This design comes from an exercise in tuning for small area on the open sky130 flow, not from production work. Function was checked by simulation only, so behaviour that the tests miss may differ from the original. Power is estimated from default activity; no workload was simulated.

== run A ==
Design hx_gen_chain, start of the top module:
module hx_gen_chain (
    input  wire               clk,
    input  wire               rst,           
    input  wire               cfg_load,      
    input  wire [1:0]         cfg_order,     
    input  wire [3:0]         cfg_rate,      
    input  wire               mod_valid,
    input  wire signed [3:0]  mod_in,
    output wire               fine_valid,
    output wire signed [73:0] fine_data,
    output wire               fine_h,
    output wire               fine_o,
    output wire               coarse_valid,
    output wire signed [10:0] coarse_data,
    output wire               coarse_o
);
Size: ~850 flip-flops, roughly 100 I/O pins.
make LEC_CHECK=0 CAP_MARGIN=20 CORE_MARGIN=2 CORE_UTILIZATION=70 CTS_BUF_LIST=sky130_fd_sc_hd__clkbuf_8 CTS_CLUSTER_DIAMETER=50 CTS_CLUSTER_SIZE=14 PLACE_DENSITY=0.8 SLEW_MARGIN=20 finish   # period 10.0 ns
run.sh (not shown) runs the stock make flow with config.mk's settings and CLKGATE_MAP_FILE= SYNTH_SCRIPT=/design/flow/synth_recipe.tcl, a recipe that flattens the netlist after the stock synthesis.
Input changes introduced in run B (baseline for comparison: run A):
Settings: a deleted CTS_CLUSTER_DIAMETER that had been 50; a change of CTS_BUF_LIST from sky130_fd_sc_hd__clkbuf_8 to sky130_fd_sc_hd__clkbuf_4 sky130_fd_sc_hd__clkbuf_8; a change of CORE_UTILIZATION from 70 to 60; a change of PLACE_DENSITY from 0.8 to 0.72; a deleted CTS_CLUSTER_SIZE that had been 14.
--- outcome ---
Run B ended up with a lower placer's final routability congestion estimate than run A did.
Die area went up by more than 10% going from run A to run B.
Comparing run A and run B, the lower time the worst path needs with I/O delays and setup was measured on run B.
Between run A and run B, growth of design area from synthesis to finish is higher for run B, run A comes in under that.
Proportion of power drawn by the clock network ends up lower on run A.
The final worst hold slack in run B sits 0.0048 ns above the value recorded for run A.
Run B against run A: final worst-path setup slack increased by 0.11 ns relative to the old numbers; largest stage delay on the critical path saw a decrease.
## Diff of input files: run C against run B
Settings: changing PLACE_DENSITY from 0.72 to 0.88; setting CTS_CLUSTER_SIZE to 18 for the first time; changing CORE_UTILIZATION from 60 to 80; setting CTS_CLUSTER_DIAMETER to 60 for the first time; changing CTS_BUF_LIST from sky130_fd_sc_hd__clkbuf_4 sky130_fd_sc_hd__clkbuf_8 to sky130_fd_sc_hd__clkbuf_8.
==> comparison <==
- Of run C and run B, it is run C that has the lower number of clock-tree buffers in the layout.
- Number of clock buffers inserted by TritonCTS: run C < run B
- Final-layout worst hold slack, run B and run C, higher one = run C.
- Delta (run C minus run B): number of H-tree levels now sits lower; maximum clock path buffer count roughly the same; average routed wire per standard cell moved up.
- Run B → run C: critical-path maximum fanout rose by 24, routed wire length has increased, full die area fell by 25%.
## Diff of input files: run D against run C
Settings: CORE_UTILIZATION now 70, was 80; PLACE_DENSITY now 0.8, was 0.88; CTS_CLUSTER_SIZE now 20, was 18; CTS_BUF_LIST now sky130_fd_sc_hd__clkbuf_16, was sky130_fd_sc_hd__clkbuf_8.
==> summary.txt <==
For run C, the slowest cell on the critical path was fa_1, unlike run D, where it was dfxtp_1. Re worst setup slack: run D is 0.12 ns up on run C. Area taken by multi-input logic gates of run C is on par with run D. Run D vs run C: final setup skew down. Taking run C as the reference, in run D via count of the routed design lost 704, combinational power share shows a reduction of 0.5 points, utilization went down 8.3 points. Against run C, run D comes in 1 higher on number of non-clock buffers in the layout. Relative slew slack on run D is behind run C.
Inputs modified between run D and run E:
Settings: clearing CTS_CLUSTER_SIZE, which used to be 20; clearing PLACE_DENSITY, which used to be 0.8; swapping 70 for 40 in CORE_UTILIZATION; clearing CTS_BUF_LIST, which used to be sky130_fd_sc_hd__clkbuf_16; clearing CTS_CLUSTER_DIAMETER, which used to be 60.
Results
Against run D, run E reports a worst setup slack that is higher.
The TritonCTS buffer count in run E is 1.6 times that in run D.
Final core area utilization is higher on run D
Relative to run D, the worst hold margin of run E is lower by 0.0099 ns.
Cmp run E vs run D: part of the cycle the worst path needs lower in run E
The lower non-clock buffer count in the final layout of run D and run E is in run E.
Run D has higher sequential fraction of total cell area than run E.
Taking run E as 1.0, run D lands at 0.858 on total power.
What run D reported for final cell count has to be multiplied by 1.17 to get the figure for run E.
> inputs changed (run E -> run F)
Settings: changing CORE_UTILIZATION from 40 to 80; setting CTS_CLUSTER_DIAMETER to 60 for the first time; setting CTS_CLUSTER_SIZE to 18 for the first time; setting CTS_BUF_LIST to sky130_fd_sc_hd__clkbuf_8 for the first time; setting PLACE_DENSITY to 0.88 for the first time.
==> flow/flow/run.sh (new file) <==
#!/bin/bash
# The standard layout (standard.sh), with one change: the buffers that
# buffer_ports puts on every input and output port are the platform's smallest
# buffer cell instead of the one buffer_ports picks by default.
set -euo pipefail
export BUFFER_PORTS_ARGS="-buffer_cell sky130_fd_sc_hd__buf_1"
bash standard.sh > standard_flow.log 2>&1
==> flow/standard.sh (new file) <==
#!/bin/bash
# synth_recipe.tcl (not shown) runs the flow's synth.tcl, then flattens the netlist and writes it again
# the make line also repeats each setting of config.mk as NAME=value (left out here)
make -C /OpenROAD-flow-scripts/flow DESIGN_CONFIG=/design/flow/config.mk WORK_HOME=/design/flow/orfs CLKGATE_MAP_FILE= SYNTH_SCRIPT=/design/flow/synth_recipe.tcl "${@:-finish}"
removed: flow/run.sh
Notes after the runs:
Having completed the whole flow, run E delivered a layout that passed the timing, DRC and antenna checks.
Every stage of the flow completed for run F, and the final layout passed the timing, DRC and antenna checks.
Area overhead of the layout relative to synthesis down 11 points in run F wrt run E
[run F vs run E] post-layout instance area: lower in run F
Diff run E -> run F: global-route wire length before repair climbed 0.85%; largest net degree at the start of global routing dropped 2.1%; worst setup slack dropped 0.14 ns; floorplan die area dropped about 50%.
Of the two values seen for cell at the slowest stage of the critical path, fa_1 was produced by run F and dfxtp_1 by run E.

* * *

The RTL this note starts from:
==> flow/design.v <==
module hx_gen_chain (
    input  wire               clk,
    input  wire               rst,           
    input  wire               cfg_load,      
    input  wire [1:0]         cfg_order,     
    input  wire [3:0]         cfg_rate,      
    input  wire               mod_valid,
    input  wire signed [3:0]  mod_in,
    output wire               fine_valid,
    output wire signed [73:0] fine_data,
    output wire               fine_h,
    output wire               fine_o,
    output wire               coarse_valid,
    output wire signed [10:0] coarse_data,
    output wire               coarse_o
);
    localparam W  = 74;
    localparam ND = 5;                     
    localparam DW = 15;                    
    reg [1:0] order_q;
    reg [3:0] rate_q;
    wire      cfg_ok = (cfg_order != 2'd3) && (cfg_rate <= 4'd10);
    wire      clear  = rst || (cfg_load && cfg_ok);
    always @(posedge clk) begin
        if (rst) begin
            order_q <= 2'd0;
            rate_q  <= 4'd7;
        end else if (cfg_load && cfg_ok) begin
            order_q <= cfg_order;
            rate_q  <= cfg_rate;
        end
    end
    wire [2:0]  n_ord  = {1'b0, order_q} + 3'd3;
    wire [13:0] r_mask;                                                  
    genvar mb;
    generate
        for (mb = 0; mb < 14; mb = mb + 1) begin : msk
            if (mb < 4) begin : lo
                assign r_mask[mb] = 1'b1;
            end else begin : hi
                assign r_mask[mb] = (rate_q >= mb - 3);
            end
        end
    endgenerate
    reg [13:0] phase;      
    reg [3:0]  run_len;    
    reg        run_neg;    
    reg [2:0]  age;        
    reg        pos_ok;     
    reg [2:0]  nblk;       
    reg        c_ovl;      
    wire is_pos = (mod_in == 4'sd7);
    wire is_neg = (mod_in == -4'sd8);
    wire is_ext = is_pos || is_neg;
    wire [3:0] run_next = !is_ext                                 ? 4'd0 :
                          (run_len != 4'd0 && run_neg == is_neg) ?
                              (run_len == 4'd8 ? 4'd8 : run_len + 4'd1) : 4'd1;
    wire ovl_now  = run_next[3];
    wire [13:0] pm      = phase & r_mask;        
    wire pm_hi0         = ~|pm[13:1];
    wire blk_first      = pm_hi0 & ~pm[0];
    wire pm_one         = pm_hi0 & pm[0];
    wire blk_last       = &(phase | ~r_mask);
    wire pos_ge_n       = (|pm[13:3]) || (pm[2:0] >= n_ord - 3'd1);
    wire [3:0] cpos     = phase[3:0];
    always @(posedge clk) begin
        if (clear) begin
            phase   <= 14'd0;
            run_len <= 4'd0;
            run_neg <= 1'b0;
            age     <= 3'd7;
            pos_ok  <= 1'b0;
            nblk    <= 3'd0;
            c_ovl   <= 1'b0;
        end else if (mod_valid) begin
            phase   <= phase + 14'd1;
            run_len <= run_next;
            run_neg <= is_neg;
            if (ovl_now) begin
                age    <= 3'd0;
                pos_ok <= pos_ge_n;
            end else if (blk_first && age != 3'd7) begin
                age    <= age + 3'd1;
            end
            if (blk_last && nblk != 3'd7)
                nblk <= nblk + 3'd1;
            c_ovl   <= ovl_now || (c_ovl && cpos != 4'd0);
        end
    end
    assign fine_h   = (nblk < n_ord);
    assign fine_o   = (age <= n_ord - 3'd2) || (age == n_ord - 3'd1 && pos_ok);
    assign coarse_o = c_ovl;
    reg [2:0] q;           
    reg [1:0] cq;          
    reg       zf;          
    reg [3:0] xr;          
    reg       pend;        
    reg       ip;          
    reg       pfirst;      
    reg       plast;       
    reg       yhold;       
    reg       uact;        
    reg [3:0] idone;       
    reg       rpend;       
    reg       dstep;       
    wire zero  = zf;
    wire q_n1  = (q == n_ord - 3'd1);                         
    wire q_n   = (q == ((n_ord == 3'd5) ? 3'd0 : n_ord));     
    wire st1   = pend && !yhold && (q == 3'd0);
    wire slot  = !idone[cq];                                   
    wire defer = ip && q_n1 && slot && !plast && !dstep;
    wire at_n  = q_n1 && ((ip && !defer) || dstep);           
    wire trig  = plast && at_n;
    wire dump  = pfirst && at_n;
    wire ustart = yhold && q_n && (cq == 2'd1 - n_ord[1:0]);  
    wire urest = uact;
    wire inj   = q_n1 && slot && !at_n;
    reg       xsg;         
    always @(posedge clk) begin
        if (mod_valid)
            xr <= mod_in;
        if (st1)
            xsg <= xr[3];
    end
    always @(posedge clk) begin
        if (clear)
            q  <= 3'd0;
        else
            q  <= (q == 3'd4) ? 3'd0 : q + 3'd1;
        if (rst)
            cq <= 2'd0;
        else
            cq <= cq + 2'd1;
    end
    always @(posedge clk) begin
        if (clear) begin
            zf     <= 1'b1;
            pend   <= 1'b0;
            ip     <= 1'b0;
            pfirst <= 1'b0;
            plast  <= 1'b0;
            yhold  <= 1'b0;
            uact   <= 1'b0;
            idone  <= 4'hf;
            rpend  <= 1'b0;
            dstep  <= 1'b0;
        end else begin
            if (q == 3'd4)
                zf <= 1'b0;
            pend   <= mod_valid || (pend && !st1);
            ip     <= st1 || (ip && q != 3'd4);
            if (st1) begin
                pfirst <= pm_one;
                plast  <= blk_first;
            end else if (trig) begin
                plast  <= 1'b0;
            end
            yhold  <= trig || (yhold && !ustart);
            uact   <= (ustart || uact) && (cq != 2'd3);           
            rpend  <= trig || (rpend && !q_n1);
            dstep  <= defer || (dstep && !q_n1);
            if (dump)
                idone <= 4'h0;
            else if (inj)
                idone[cq] <= 1'b1;
        end
    end
    localparam NC = 5;
    wire [1:0] iop = st1 ? 2'd3 : ((ip && !defer) || at_n) ? 2'd2 : inj ? 2'd1 : 2'd0;
    wire [1:0] cop = zero ? 2'd3 : ustart ? 2'd2 : urest ? 2'd1 : 2'd0;
    wire [NC-1:0] ctl0 = {iop, dump, cop};
    reg  [NC-1:0] ctl_d [1:ND-1];
    integer k;
    always @(posedge clk) begin
        ctl_d[1] <= ctl0;
        for (k = 2; k <= ND - 1; k = k + 1)
            ctl_d[k] <= ctl_d[k-1];
    end
    assign fine_valid = rpend && q_n1;
    reg  [W-1:0] ir0, ir1, ir2, ir3, ir4;      
    reg  [W-1:0] cr0, cr1, cr2, cr3;           
    wire [W-1:0] isum, csum;
    wire [ND-1:0] ico, cco;                    
    wire [W-1:0] xs = {{(W-DW){xsg}}, {(DW-4){xr[3]}}, xr};
    genvar j, b;
    generate
        for (j = 0; j < ND; j = j + 1) begin : dg
            localparam LO = j * DW;
            localparam HI = (j == ND - 1) ? W - 1 : j * DW + DW - 1;
            localparam WD = HI - LO + 1;
            wire [NC-1:0] ctl = (j == 0) ? ctl0 : ctl_d[j];
            wire i_x = (ctl[4:3] == 2'd3), i_r = (ctl[4:3] == 2'd2), i_c = (ctl[4:3] == 2'd1);
            wire c_f = (ctl[1:0] == 2'd2), c_r = (ctl[1:0] == 2'd1), c_z = (ctl[1:0] == 2'd3);
            wire i_z = c_z | ctl[2];
            wire [WD-1:0] ia = i_z ? {WD{1'b0}} : ir0[HI:LO];
            wire [WD-1:0] ib = i_x ? xs[HI:LO] :
                               i_r ? ir4[HI:LO] :
                               i_c ? ~cr0[HI:LO] : {WD{1'b0}};
            wire [WD:0]   ic;
            wire [WD-1:0] ca = c_z ? {WD{1'b0}} : cr0[HI:LO];
            wire [WD-1:0] cb = c_f ? ir4[HI:LO] : (c_r ? cr3[HI:LO] : {WD{1'b0}});
            wire [WD:0]   cc;
            if (j == 0) begin : c0
                assign ic[0] = i_c;
                assign cc[0] = 1'b0;
            end else begin : cj
                reg icr, ccr;
                always @(posedge clk) begin
                    icr <= ico[j-1];
                    ccr <= cco[j-1];
                end
                assign ic[0] = icr;
                assign cc[0] = ccr;
            end
            for (b = 0; b < WD; b = b + 1) begin : bt
                assign isum[LO+b]  = ia[b] ^ ib[b] ^ ic[b];
                assign ic[b+1]     = (ia[b] & ib[b]) | (ia[b] & ic[b]) | (ib[b] & ic[b]);
                assign csum[LO+b]  = ca[b] ^ cb[b] ^ cc[b];
                assign cc[b+1]     = (ca[b] & cb[b]) | (ca[b] & cc[b]) | (cb[b] & cc[b]);
            end
            assign ico[j] = ic[WD];
            assign cco[j] = cc[WD];
        end
    endgenerate
    always @(posedge clk) begin
        ir0 <= ir1;
        ir1 <= ir2;
        ir2 <= ir3;
        ir3 <= ir4;
        ir4 <= isum;
        cr0 <= cr1;
        cr1 <= cr2;
        cr2 <= cr3;
        cr3 <= csum;
    end
    assign fine_data = {ir4[73:60], ir3[59:45], ir2[44:30], ir1[29:15], ir0[14:0]};
    reg [3:0]  wc;
    reg        cvp;
    reg [10:0] cacc;
    wire [3:0] wgt = (cpos ^ {4{cpos[3]}}) + 4'd1;
    always @(posedge clk) begin
        if (clear) begin
            wc   <= 4'd0;
            cvp  <= 1'b0;
            cacc <= 11'd0;
        end else begin
            if (mod_valid) begin
                wc  <= wgt;
                cvp <= (cpos == 4'd15);
            end else begin
                if (wc != 4'd0)
                    wc <= wc - 4'd1;
                if (wc == 4'd0)
                    cvp <= 1'b0;
            end
            if (coarse_valid)
                cacc <= 11'd0;
            else if (wc != 4'd0)
                cacc <= cacc + {{7{xr[3]}}, xr};
        end
    end
    assign coarse_valid = cvp && (wc == 4'd0);
    assign coarse_data  = cacc;
endmodule
clock: 10.0 ns
lec_check: 0
cap_margin: 20
core_margin: 2
core_utilization: 75
cts_buf_list: sky130_fd_sc_hd__clkbuf_8
cts_cluster_diameter: 45
cts_cluster_size: 20
place_density: 0.85
slew_margin: 20
standard.sh (not shown) runs the stock make flow with config.mk's settings and CLKGATE_MAP_FILE= SYNTH_SCRIPT=/design/flow/synth_recipe.tcl, a recipe that flattens the netlist after the stock synthesis.
==> flow/flow/run.sh <==
#!/bin/bash
# The standard layout (standard.sh), with one change: the buffers that
# buffer_ports puts on every input and output port are the platform's smallest
# buffer cell instead of the one buffer_ports picks by default.
set -euo pipefail
export BUFFER_PORTS_ARGS="-buffer_cell sky130_fd_sc_hd__buf_1"
bash standard.sh > standard_flow.log 2>&1
The first run finished clean.
Then changed:
- CORE_UTILIZATION: 75 -> 78
- CTS_CLUSTER_DIAMETER: 45 -> 60
- CTS_CLUSTER_SIZE: 20 -> 18
- PLACE_DENSITY: 0.85 -> 0.86
What happened: The changed run ran to the end with no violations. Fmax barely changes. Wire length is higher by 0.42%. Sequential cell count stays the same.
Then changed:
- CORE_UTILIZATION: 78 -> 76
- PLACE_DENSITY: 0.86 -> 0.9
Effect: The new run finished clean. Setup slack got worse by 0.22 ns. Routed wire length went up by 3.8%. Flip-flop and latch count is unchanged. Combinational power went up by about 2%. Critical path depth does not change.
Then changed:
- CORE_UTILIZATION: 76 -> 78
- PLACE_DENSITY: 0.9 -> 0.8
The changed run finished with timing, DRC and antenna clean; clock-buffer cell count is lower by 1; synthesized area is unchanged; sequential share of layout area is higher by 0.12 points; wire length is lower by 5.7%; non-clock buffer count stays the same; register-to-register slack gains 0.07 ns; total power is lower by 0.64%; die area is lower by 2.5%; hold slack loses 0.0035 ns; final cell count is lower by 1.6%.
Then changed:
- CORE_UTILIZATION: 78 -> 75
- CTS_BUF_LIST: sky130_fd_sc_hd__clkbuf_8 -> sky130_fd_sc_hd__clkbuf_4 sky130_fd_sc_hd__clkbuf_8
- CTS_CLUSTER_DIAMETER: 60 -> 45
- CTS_CLUSTER_SIZE: 18 -> 12
- PLACE_DENSITY: 0.8 -> 0.85
Effect:
- design area came out higher by about 2%
- sequential cell count stays the same
- worst hold slack is worse by 0.0078 ns
- wire length rose by 3.1%
- power is higher by 7.7%
- via count increases by 1.2%
- sequential power stays flat
- global-route usage went up by 0.10 points
- clock power is higher by about 30%
- count of clock-buffer cells in the layout is higher by 29
- synthesized cell count is unchanged

[port drivers added, routing unchanged]
The flow's constraints put no driver on any port. The routed layouts listed below were extracted and timed again, unchanged, in two steps.
Step 1, drivers: a clkbuf_16 drives clk and a buf_2 each remaining input, both assumed.
Step 2, shift: input delay + t, output delay - t, t = (earliest + latest rising clock arrival at the registers) / 2. This alone moves slack from input paths to output paths.
Slacks: ideal / step 1 / step 2; pairs: ideal / step 1.
| run | shift t [ns] | setup slack, ns | worst setup path after step 2 | worst register clock-pin slew, ns |
|---|---|---|---|---|
| run A | 0.680 | 1.461 / 1.461 / 1.461 | register to register | 0.09 / 0.09 |
| run B | 0.780 | 1.573 / 1.573 / 1.573 | register to register | 0.07 / 0.07 |
| run C | 0.730 | 1.281 / 1.281 / 1.281 | register to register | 0.12 / 0.12 |
| run D | 0.661 | 1.399 / 1.399 / 1.399 | register to register | 0.08 / 0.08 |
| run E | 0.680 | 1.466 / 1.466 / 1.466 | register to register | 0.07 / 0.07 |
| run F | 0.728 | 1.326 / 1.326 / 1.326 | register to register | 0.12 / 0.12 |
| the first run of note 2 | 0.690 | 1.328 / 1.328 / 1.328 | register to register | 0.12 / 0.12 |
| the second run of note 2 | 0.649 | 1.311 / 1.311 / 1.311 | register to register | 0.11 / 0.11 |
| the third run of note 2 | 0.647 | 1.091 / 1.091 / 1.091 | register to register | 0.11 / 0.11 |
| the fourth run of note 2 | 0.631 | 1.163 / 1.163 / 1.163 | register to register | 0.11 / 0.11 |
| the fifth run of note 2 | 0.635 | 1.332 / 1.332 / 1.332 | register to register | 0.08 / 0.08 |
After both steps every run listed still meets setup and hold.
